This design comes from an exercise in tuning for small area, a short achievable clock period and few clock cycles per item on the open sky130 flow, not from production work. At most, simulation tests tie the RTL to the original design; equivalence was not proved.

## build 67
## pagecode_dec
module pagecode_dec (
  input  wire        clk,
  input  wire        rst,
  input  wire        in_valid,
  input  wire [7:0]  in_data,
  output reg         in_ready,
  output reg         out_valid,
  output reg         out_clean,
  output reg         out_poison,
  output reg         out_ok,
  output reg  [2:0]  out_count,
  output reg  [31:0] out_pos,
  output reg  [31:0] out_val
);
  function automatic [7:0] gf_mul(input [7:0] a, input [7:0] b);
    integer i;
    reg [7:0] p, aa;
    begin
      p  = 8'h00;
      aa = a;
      for (i = 0; i < 8; i = i + 1) begin
        if (b[i]) p = p ^ aa;
        aa = {aa[6:0], 1'b0} ^ (aa[7] ? 8'h1d : 8'h00);
      end
      gf_mul = p;
    end
  endfunction
  function automatic [3:0] gf16_mul(input [3:0] a, input [3:0] b);
    reg [6:0] p;
    begin
      p = ({3'b0, a} & {7{b[0]}}) ^ ({2'b0, a, 1'b0} & {7{b[1]}}) ^
          ({1'b0, a, 2'b0} & {7{b[2]}}) ^ ({a, 3'b0} & {7{b[3]}});
      gf16_mul = p[3:0] ^ {p[6:4], 1'b0} ^ {1'b0, p[6:4]};
    end
  endfunction
  function automatic [11:0] gf_inv1(input [7:0] a);
    reg [7:0] c;
    reg [3:0] a1, a0, sq, s0;
    begin
  ...
clock: 12.0 ns
lec_check: 0
cap_margin: 20
core_margin: 2
core_utilization: 40
slew_margin: 20
standard.sh (not shown) runs the stock make flow with config.mk's settings and CLKGATE_MAP_FILE= SYNTH_SCRIPT=/design/flow/synth_recipe.tcl, a recipe that flattens the netlist after the stock synthesis.
==> flow/flow/run.sh <==
#!/bin/bash
# The standard layout, with ORFS's repair_timing aiming at a setup slack
# margin of 8.5 ns, and buf_2 cells as the port buffers (the SDC, clock period
# and all other settings unchanged).
set -euo pipefail
export SETUP_SLACK_MARGIN=8.5
export BUFFER_PORTS_ARGS="-buffer_cell sky130_fd_sc_hd__buf_2"
bash standard.sh > standard_flow.log 2>&1
Testbench counts of build 67, summed over its fixed seeds: cycles 53,187, items 384.
Setup changes, build 67 to trial 72
diff --git a/flow/design.v b/flow/design.v
--- a/flow/design.v
+++ b/flow/design.v
@@ -34,25 +34,25 @@
     end
   endfunction
   function automatic [11:0] gf_inv1(input [7:0] a);
     reg [7:0] c;
     reg [3:0] a1, a0, sq, s0;
     begin
-      c[0] = a[0] ^ a[1] ^ a[3] ^ a[5];
-      c[1] = a[1] ^ a[4] ^ a[7];
-      c[2] = a[7];
-      c[3] = a[1] ^ a[6];
-      c[4] = a[4] ^ a[7];
-      c[5] = a[1] ^ a[3] ^ a[4];
-      c[6] = a[2] ^ a[5] ^ a[6];
+      c[0] = a[0] ^ a[2] ^ a[4] ^ a[5] ^ a[6] ^ a[7];
+      c[1] = a[2] ^ a[6] ^ a[7];
+      c[2] = a[1] ^ a[2] ^ a[3] ^ a[4];
+      c[3] = a[1] ^ a[4] ^ a[5] ^ a[6] ^ a[7];
+      c[4] = a[2] ^ a[4] ^ a[5] ^ a[6] ^ a[7];
+      c[5] = a[2] ^ a[5] ^ a[6];
+      c[6] = a[1] ^ a[3] ^ a[4] ^ a[5];
       c[7] = a[5];
       a1 = c[7:4]; a0 = c[3:0];
-      sq[0] = a1[0] ^ a1[1];
-      sq[1] = a1[0] ^ a1[2];
-      sq[2] = a1[0];
-      sq[3] = a1[0] ^ a1[1] ^ a1[3];
+      sq[0] = a1[0];
+      sq[1] = a1[1] ^ a1[3];
+      sq[2] = a1[3];
+      sq[3] = a1[0] ^ a1[2];
       s0[0] = a0[0] ^ a0[2];
       s0[1] = a0[2];
       s0[2] = a0[1] ^ a0[3];
       s0[3] = a0[3];
       gf_inv1 = {a1, a0 ^ a1, sq ^ s0 ^ gf16_mul(a1, a0)};
     end
@@ -78,20 +78,20 @@
         4'd13: di = 4'd4;
         4'd14: di = 4'd3;
         4'd15: di = 4'd8;
         default: di = 4'd0;
       endcase
       c = {gf16_mul(h[11:8], di), gf16_mul(h[7:4], di)};
-      o[0] = c[0] ^ c[2] ^ c[4] ^ c[5] ^ c[7];
-      o[1] = c[1] ^ c[4];
-      o[2] = c[1] ^ c[3] ^ c[4] ^ c[6] ^ c[7];
-      o[3] = c[1] ^ c[2] ^ c[5];
-      o[4] = c[2] ^ c[4];
+      o[0] = c[0] ^ c[4];
+      o[1] = c[2] ^ c[3] ^ c[4] ^ c[6] ^ c[7];
+      o[2] = c[2] ^ c[6] ^ c[7];
+      o[3] = c[1] ^ c[2] ^ c[3] ^ c[7];
+      o[4] = c[1] ^ c[4] ^ c[7];
       o[5] = c[7];
-      o[6] = c[1] ^ c[3] ^ c[4];
-      o[7] = c[2];
+      o[6] = c[2] ^ c[5] ^ c[6];
+      o[7] = c[1] ^ c[5] ^ c[7];
       gf_inv2 = o;
     end
   endfunction
   localparam [7:0] AM1 = 8'h8e, AM2 = 8'h47, AM3 = 8'had, AM4 = 8'hd8;
   localparam [63:0] SP = 64'h32_8b_76_67_53_26_e2_00;
   localparam [2:0] D_IDLE = 3'd0, D_F = 3'd1, D_UPD = 3'd2, D_DISC = 3'd3,
@@ -133,13 +133,12 @@
   reg  [7:0] bs   [0:3];        
   reg  [7:0] ma, mb;            
   reg  [7:0] binv;              
   reg  [7:0] dacc;              
   reg  [7:0] iv;                
   reg  [11:0] ih;               
-  reg  [7:0] ovr;               
   reg  [2:0] sx;                
   reg  [1:0] lx;                
   reg  [2:0] r;                 
   reg  [2:0] k;                 
   reg  [2:0] L;
   reg        fail;              
@@ -325,17 +324,17 @@
       default: ;
     endcase
     pa <= rt;
     pb <= pa;
     pc <= pb;
     if (pa) begin
-      ovr <= dacc;
-      sb  <= sa;
+      binv <= dacc;
+      sb   <= sa;
     end
     if (pb) begin
-      ma <= ovr;
+      ma <= binv;
       mb <= i2;
       sc <= sb;
     end
     if (pc)
       S[3'd4 + sc] <= p;
     if (st == D_FIN)
## What came out
From build 67 to trial 72 the numbers moved as follows: placed wire-length estimate after detailed placement moved up; area growth from synthesis to layout rose 2.2 points; final estimated routing congestion in global placement went up; share of synthesized area occupied by flip-flops and latches decreased 0.99 points. In trial 72 the post-route worst setup slack turned out 0.026 ns lower than in build 67. Number of sinks on the clock net went down by a few percent going from build 67 to trial 72. Number of nets in the layout, trial 72 vs build 67: up by a few percent. Diff build 67 -> trial 72 | number of storage elements in the synthesis netlist | decrease of 2.1%. Looking only at number of sequential cells in the layout, and setting everything else aside, the lower value of trial 72 and build 67 goes to trial 72. When trial 72 is measured against build 67, its count of placed standard cells in the final layout, fillers left out turns out 94 higher. As of trial 72, overall routed net length had risen by a few percent compared to build 67. Build 67 → trial 72: wire length of the first global-routing pass saw an increase; final area saw an increase.
Function not checked in trial 72: the RTL went through the layout flow alone.

==> re-timing with driven ports <==
Ports are ideal in the flow. The routed layouts listed here were re-timed in OpenROAD.
Step 1 sets driving cells, clkbuf_16 on the clock port and buf_2 on the other inputs (assumed; they add their load-dependent delay and slew).
Step 2 also shifts input and output timing later by t, the mid clock arrival at the registers, as if the neighbouring blocks saw the same clock.
Three values: no drivers, after step 1, after step 2; two values: the first two.
| run | shift t [ns] | setup slack, ns | worst setup path at the end | worst slew at a driven data input, ns |
|---|---|---|---|---|
| build 67 | 0.641 | 8.511 / 8.456 / 8.590 | register to register | 0.03 |
| trial 72 | 0.659 | 8.485 / 8.426 / 8.523 | register to register | 0.03 |
After both steps every run listed still meets setup and hold.
